From an optimization exercise on the open Yosys and OpenROAD flow, aimed at small area, a short achievable clock period and few clock cycles per item; shortcuts taken in it are not production practice. In this exercise RTL edits were held to simulation tests only and were not proved equivalent to the original.

==> flow/design.v, too long to show whole: its modules and the start of the top module <==
// module cymal_xu: 1212 lines
module cymal_xu (
    input             clk,
    input             rst,
    input             in_valid,
    output            in_ready,
    input      [31:0] in_insn,
    input      [31:0] in_a,
    input      [31:0] in_b,
    input      [31:0] in_c,
    output reg        out_valid,
    output reg  [1:0] out_cause,
    output reg        out_wr0,
    output reg        out_wr1,
    output reg [31:0] out_data0,
    output reg [31:0] out_data1
);
  // ...
==> flow/flow/run.sh <==
#!/bin/bash
# Standard layout, with the timing repair steps aiming for a clock period of
# about 7 ns instead of stopping once the 26 ns constraint is met.
set -euo pipefail
bash standard.sh SETUP_SLACK_MARGIN=19 finish > standard_flow.log 2>&1
==> flow/standard.sh <==
#!/bin/bash
# synth_recipe.tcl (not shown) runs the flow's synth.tcl, then flattens the netlist and writes it again
# the make line also repeats each setting of config.mk as NAME=value (left out here)
make -C /OpenROAD-flow-scripts/flow DESIGN_CONFIG=/design/flow/config.mk WORK_HOME=/design/flow/orfs CLKGATE_MAP_FILE= SYNTH_SCRIPT=/design/flow/synth_recipe.tcl "${@:-finish}"
==> flow/config.mk <==
export PLATFORM = sky130hd
export DESIGN_NAME = cymal_xu
export DESIGN_NICKNAME = cymal_xu
export VERILOG_FILES = /design/flow/design.v
export SDC_FILE = /design/flow/constraint.sdc
export NUM_CORES = 4
export LEC_CHECK = 0
export ABC_AREA = 1
export CAP_MARGIN = 20
export CORE_MARGIN = 2
export CORE_UTILIZATION = 45
export PLACE_DENSITY = 0.6
export SLEW_MARGIN = 20
export TNS_END_PERCENT = 10
==> flow/constraint.sdc <==
create_clock -name core_clock -period 26.0 [get_ports {clk}]
set_input_delay 5.2000 -clock core_clock [delete_from_list [all_inputs] [get_ports {clk}]]
set_output_delay 5.2000 -clock core_clock [all_outputs]
set_load 0.01 [all_outputs]
==> summary.md, run 1 <==
| Metric | Value |
|---|---|
| Cell row count | 131 |
| Depth of the worst hold-timing path | 1 |
| Setup crit end | out_data0[28] |
| Kind of capture point of the worst setup path | output port |
| Startpoint of the most critical setup path | out_data0[28] |
| Number of DRC markers in iteration 0 | 8414 |
| Invs w/o clock | 1218 |
| Sequential fraction of the synthesis area | 16.16% |
| Top routing layer in use | met5 |
| Number of synthesis warnings | 1 |
| CTS Buf Count | 46 |
| Boundary Pins | 201 |
| Die boundary height | 362.7 µm |
| Die X | 362.7 µm |
| EDFF count, synth | 171 |
| Worst slew pin tran | 1.226 ns |
| Largest buffer count on any clock path | 3 |
| Start point of the worst hold path | s1_mulh |
| Flip-flop and latch count after synthesis | 382 |
| Run status | complete, no violations |
| Crit-path leading delay family | buffers and inverters |
| Area growth from synthesis to final layout | 11.51% |
| Count of port buffers added during placement | 196 |
| Synthesized-area fraction occupied by adder cells | 14.81% |
| Cell area after technology mapping | 57910 µm² |
| Main synth FF type | sky130_fd_sc_hd__dfxtp_1 |
| Post-Synth XOR/XNOR Area | 10.48% |
| Most crowded layer after global routing | met2 |
| Depth of the critical timing path with buffers and inverters included | 1 |
| RSZ-0062 raised after global routing | true |
| Endpoint with the worst hold slack | t_one[8] |
| Global-route wire length before repair | 404.1 mm |
| Clock latency of the later-clocked register in the worst-skew pair | 0.65 ns |
| Detailed-route wire length per cell | 26.36 µm |
| Sum of overflow across all layers after global routing | 0 |
| Iteration count of the initial detailed-routing pass | 10 |
| CP max stage cell | sky130_fd_sc_hd__clkdlybuf4s50_1 |
| Final weighted congestion in routability-driven placement | 1.044 |
Testbench counts, summed over its fixed seeds: cycles 85,275, insns 80,000.
==> inputs of run 2 (changes only) <==
--- a/flow/design.v
+++ b/flow/design.v
@@ -1088,18 +1088,18 @@
     wire        r_fit1 = r_try1[33];
     wire [31:0] r_mid  = r_fit1 ? r_try1[31:0] : out_data1;
     wire [33:0] r_try2 = ks33({1'b0, r_mid}, ~{1'b0, dv_d[32:1]}, 1'b1);
     wire        r_fit2 = r_try2[33];
     wire [31:0] r_next = r_fit2 ? r_try2[31:0] : r_mid;
     wire [31:0] q_next = {(dv_first ? 30'd0 : out_data0[29:0]), r_fit1, r_fit2};
     wire        dv_need = dv_negq | dv_negr;
     wire        dv_last = dv_nph || (dv_cnt == 4'd0 && !dv_need);
-    wire [33:0] q_fin  = ks33({1'b0, out_data0 ^ {32{dv_negq}}}, 33'd0, dv_negq);
-    wire [33:0] r_fin  = ks33({1'b0, out_data1 ^ {32{dv_negr}}}, 33'd0, dv_negr);
+    wire [31:0] q_fin  = dv_negq ? (32'd0 - out_data0) : out_data0;
+    wire [31:0] r_fin  = dv_negr ? (32'd0 - out_data1) : out_data1;
     wire e2_div  = e2_v && e2_wr1;
     wire s1_hold = busy && (!dv_last || s1_div) || s1_div && e2_div;
     wire e1_go   = s1_v && !s1_hold && !(s1_mul && mpass);
     wire e1_div  = e1_go && s1_div && d_ok;
     wire s1_free = !s1_v || e1_go;
     wire busy_n  = e1_div ? !dv_none : (busy && !dv_last);
     wire last_n  = e1_div ? (dv_s2[4:1] == 4'd0 && !(xa_neg || yb_neg)) :
                    dv_nph ? 1'b0 :
==> flow/flow/run.sh (replaced) <==
#!/bin/bash
# Standard layout, with the timing repair steps aiming for a clock period of
# about 6.5 ns instead of stopping once the 26 ns constraint is met.
set -euo pipefail
bash standard.sh SETUP_SLACK_MARGIN=19.5 finish > standard_flow.log 2>&1
==> run 2 against run 1 <==
Hold slack improved by 0.020 ns. Via count is 0.79% higher. Clock skew rose by 0.022 ns. Critical path type is now flop to flop. Critical endpoint is now e2_res[17]. Largest cell class unchanged. Highest routed layer unchanged.
==> summary.md, run 2 <==
| Metric | Value |
|---|---|
| Area growth from synthesis to final layout | 15.71% (was 11.51%) |
| Critical path start-end classification | flop to flop (was flop to output port) |
| Number of buffers inserted by hold repair at cts | 0 (unchanged) |
| Worst EP required | 26.50 ns (was 20.80 ns) |
| Leading cell type in the layout, fill and taps excluded | sky130_fd_sc_hd__nand2_1 (unchanged) |
| Clock-pin slew on the worst setup and hold paths | 0.07 ns (was 0.06 ns) |
| Count of nets after finishing | 9702 (was 9713) |
| Met3 wirelength from detailed routing | 33.54 mm (was 30.90 mm) |
| Max-cap viol count | 0 (unchanged) |
| Iteration count of the initial detailed-routing pass | 7 (was 10) |
| Layout cells sized above 1 | 11.09% (was 6.905%) |
| Slew margin rel. | 28.31% (was 17.63%) |
| Cell area after technology mapping | 57400 µm² (was 57910 µm²) |
| Arrival time at the worst endpoint | 7.45 ns (was 1.89 ns) |
| Number of distinct library cells after synthesis | 80 (was 78) |
| Synthesized netlist net count | 9451 (was 9641) |
| Top routing layer in use | met5 (unchanged) |
| Most numerous cell types in the synthesized netlist | sky130_fd_sc_hd__nand2_1 (2123), sky130_fd_sc_hd__inv_1 (1091), sky130_fd_sc_hd__o21ai_0 (700) (was sky130_fd_sc_hd__nand2_1 (2193), sky130_fd_sc_hd__inv_1 (1129), sky130_fd_sc_hd__nor2_1 (761)) |
| Detailed-routed wire length on met2 | 121.6 mm (was 120.2 mm) |
| Number of vias per cell after detailed routing | 6.154 (was 6.102) |
| CTS Buf Count | 48 (was 46) |
| Post-route clock period utilization | 26.71% (was 27.25%) |
| Via count of the first global-routing pass | 61360 (was 60310) |
| Detailed-route wire length on metal 1 | 109.7 mm (was 113.3 mm) |
| Syn avg cell area | 6.515 µm² (was 6.433 µm²) |
| Most frequently used cell type in the post-synthesis netlist | sky130_fd_sc_hd__nand2_1 (unchanged) |
| Instance count of the mapped netlist | 8811 (was 9001) |
| Detailed-route wire length per cell | 26.78 µm (was 26.36 µm) |
| CP max stage cell | sky130_fd_sc_hd__edfxtp_1 (was sky130_fd_sc_hd__clkdlybuf4s50_1) |
| Sequential fraction of the synthesis area | 16.86% (was 16.16%) |
| Final critical path time including I/O delays and setup | 6.944 ns (was 7.086 ns) |
| Run status | complete, no violations (unchanged) |
| Area fraction of the dominant cell type after synthesis | 13.88% (was 14.22%) |
| Global-route wire length before repair | 411.9 mm (was 404.1 mm) |
| Cell area reported after detailed placement | 61100 µm² (was 61550 µm²) |
| Synth area leaders | sky130_fd_sc_hd__nand2_1 (14%), sky130_fd_sc_hd__edfxtp_1 (11%), sky130_fd_sc_hd__fa_1 (10%) (was sky130_fd_sc_hd__nand2_1 (14%), sky130_fd_sc_hd__fa_1 (10%), sky130_fd_sc_hd__edfxtp_1 (8.9%)) |
| Worst slew pin tran | 1.075 ns (was 1.226 ns) |
| Die X | 361.2 µm (was 362.7 µm) |
| Highest-count cells in the layout ignoring fill and taps | sky130_fd_sc_hd__nand2_1 (2076), sky130_fd_sc_hd__inv_1 (1052), sky130_fd_sc_hd__nor2_1 (634), sky130_fd_sc_hd__o21ai_0 (634), sky130_fd_sc_hd__nand3_1 (575) (was sky130_fd_sc_hd__nand2_1 (2178), sky130_fd_sc_hd__inv_1 (1109), sky130_fd_sc_hd__nor2_1 (746)) |
| Total routing resource utilization after global routing | 42.46% (was 41.33%) |
| Critical path startpoint category | flop (unchanged) |
| List of cells traversed by the critical path | clkinv_1, o22ai_1, nor3_2, buf_4, inv_1, xor2_1, ha_1, a21oi_1, o21ai_0, a21oi_1, nor2_1, a2111oi_0, nand2_1, nor3_1, nor2_1, inv_1, a21oi_1, nor4_1, nand3_1, nand3_1, a21boi_1 (was clkdlybuf4s50_1) |
| Final Hold Vio Count | 0 (unchanged) |
| Flip-flop and latch count after synthesis | 382 (unchanged) |
| Number of synthesis warnings | 1 (unchanged) |
| Fill count | 12930 (was 13300) |
| RSZ-0062 raised after global routing | true (unchanged) |
| Final HPWL DP | 216.1 mm (was 218.9 mm) |
| Die boundary height | 361.2 µm (was 362.7 µm) |
| Largest fanout of any net on the critical path | 21 (was 3) |
| Effective utilization at floorplan | 45.19% (was 45.35%) |
| TNS Setup | 0 ns (unchanged) |
| Sum of overflow across all layers after global routing | 0 (unchanged) |
| Total number of H-tree levels | 2 (unchanged) |
| Boundary Pins | 201 (unchanged) |
| Number of DRC markers in iteration 0 | 8833 (was 8414) |
| Pin count of the biggest net entering global routing | 90 (was 92) |
| Cell at the root of the clock tree | sky130_fd_sc_hd__clkbuf_16 (unchanged) |
| Clock sink total | 382 (unchanged) |
| Remaining antenna violation count after routing | 0 (unchanged) |
| Cell row count | 131 (unchanged) |
| Final weighted congestion in routability-driven placement | 1.089 (was 1.044) |
| EDFF count, synth | 203 (was 171) |
| Number of antenna violations at the first check in global routing | 18 (was 7) |
| Clock latency of the later-clocked register in the worst-skew pair | 0.67 ns (was 0.65 ns) |
| Core Box Area | 127000 µm² (was 127700 µm²) |
| Maximum clock frequency | 0.1440 GHz (was 0.1411 GHz) |
| CP most frequent cell | sky130_fd_sc_hd__a21oi_1 |
| Count of port buffers added during placement | 196 (unchanged) |
| Kind of capture point of the worst setup path | flop (was output port) |
| Worst hold path type | flop to flop (unchanged) |
| Area leader, netlist | sky130_fd_sc_hd__nand2_1 (unchanged) |
| Largest buffer count on any clock path | 3 (unchanged) |
| Worst clock skew | 0.06770 ns (was 0.04561 ns) |
| Max stage delay on crit path | 0.79 ns (was 0.64 ns) |
| Setup-failing EPs final | 0 (unchanged) |
| Pins Over Slew Limit | 0 (unchanged) |
| Routed Wire Length | 288.4 mm (was 284.1 mm) |
| Area of the die | 130400 µm² (was 131600 µm²) |
| Final Cell Area | 66420 µm² (was 64570 µm²) |
| Number of remaining DRC errors | 0 (unchanged) |
| Clock tree from TritonCTS | built (unchanged) |
| Total vias in the final route | 66270 (was 65750) |
| Fraction of registers with async set/reset | 0% (unchanged) |
| Main synth FF type | sky130_fd_sc_hd__edfxtp_1 (was sky130_fd_sc_hd__dfxtp_1) |
| Largest registers | dv_d (33), t_a (33), t_acc (33) (unchanged) |
run 2: cell count changes after synthesis, moves of 30 or more:
cell	previous run	this run
sky130_fd_sc_hd__xnor2_1	132	88
sky130_fd_sc_hd__dfxtp_1	211	179
sky130_fd_sc_hd__inv_1	1129	1091
sky130_fd_sc_hd__nand3_1	548	588
sky130_fd_sc_hd__edfxtp_1	171	203
sky130_fd_sc_hd__a221oi_1	44	14
sky130_fd_sc_hd__nor2_1	761	673
sky130_fd_sc_hd__nand2_1	2193	2123
run 2: final cells by class:
cell class | count | area, µm² | area share, %
Antenna cell | 5 | 12.51 | 0.01884
Clock buffer | 65 | 1405 | 2.115
Clock inverter | 25 | 206.4 | 0.3108
Inverter | 1170 | 4568 | 6.877
Multi-Input combinational cell | 6855 | 43070 | 64.84
Sequential cell | 382 | 9696 | 14.60
Tap cell | 1662 | 2079 | 3.131
Timing Repair Buffer | 599 | 5344 | 8.045
Timing Repair inverter | 6 | 46.29 | 0.06970
run 2: per-layer routing:
| layer | vias up | GRT usage [%] |
|---|---|---|
| met5 | - | 0 |
| met4 | 14 | 28.27 |
| met3 | 1020 | 10.70 |
| met2 | 4154 | 63.98 |
| met1 | 31390 | 53.63 |
| li1 | 29690 | - |
run 2: path summary, 6_finish.rpt:
path | startpoint | end | slack, ns | cells past startpoint
setup reg to reg | s1_ys[6] | e2_res[17] | 19.06 | 21
setup / recovery | s1_ys[6] | e2_res[17] | 19.06 | 21
hold reg to reg | s1_mulh | t_one[8] | 0.44 | 1
hold / removal | s1_mulh | t_one[8] | 0.44 | 1
run 2: worst max-delay path, delay by kind of cell (launching register included):
| family | cells | cell delay (ns) |
|---|---|---|
| XOR/XNOR | 1 | 0.24 |
| AO/OA/AOI/OAI | 7 | 1.64 |
| buffers and inverters | 4 | 1.71 |
| AND/OR/NAND/NOR | 8 | 2.09 |
| flip-flops | 1 | 0.79 |
| adder cells (fa/ha/maj) | 1 | 0.33 |
run 2: cells by family after synthesis:
family / count (synthesis) / share of synthesized area, %
adder cells (fa/ha/maj): 509 / 14.94
multiplexers: 19 / 0.3313
buffers and inverters: 1583 / 10.82
AND/OR/NAND/NOR: 3762 / 27.82
flip-flops: 382 / 16.86
AO/OA/AOI/OAI: 1909 / 19.22
XOR/XNOR: 647 / 10.02
run 2: metrics by stage:
step / setup WS [ns] / utilization [%] / hold slack [ns] / instances
floorplan: 19.11 / - / 0.3883 / 8811
global placement: 17.40 / 48.08 / 0.4208 / 10420
detailed placement: 17.36 / 48.10 / 0.4281 / 10420
CTS: 19.29 / 50.82 / 0.4361 / 10660
global route: 18.97 / 52.28 / 0.4566 / 10760
finish: 19.06 / 52.29 / 0.4395 / 10770
run 2: repair_timing:
item | in CTS | in global routing
cloned | 11 | 10
pin swaps | 39 | 88
setup endpoints to repair | 290 | 261
resized for setup | 316 | 275
buffers inserted | 142 | 91
Testbench counts of run 2, summed over its fixed seeds: cycles 85,275, insns 80,000.

## afterwards: timing with drivers on the ports
In the flow no input, the clock included, has a driving cell. The finished layouts below were timed again as built, in two steps. Step 1: set_driving_cell puts a clkbuf_16 on clk and a buf_2 on each other input, an assumption about the parent block. Step 2 also shifts input and output timing later by t, the mid clock arrival at the registers, as if the neighbouring blocks saw the same clock. a / b / c = ideal / step 1 / step 2; a / b = the first two.
run | t (ns) | setup WS [ns] | slew at the worst register clock pin (ns)
run 1 | 0.692 | 18.914 / 18.845 / 18.353 | 0.07 / 0.07
run 2 | 0.706 | 19.056 / 19.056 / 18.557 | 0.07 / 0.07
After both steps setup and hold are still met in every run listed. For run 1, which loses most, drivers alone change the setup slack by -0.069 ns; drivers and shift together by -0.561 ns.
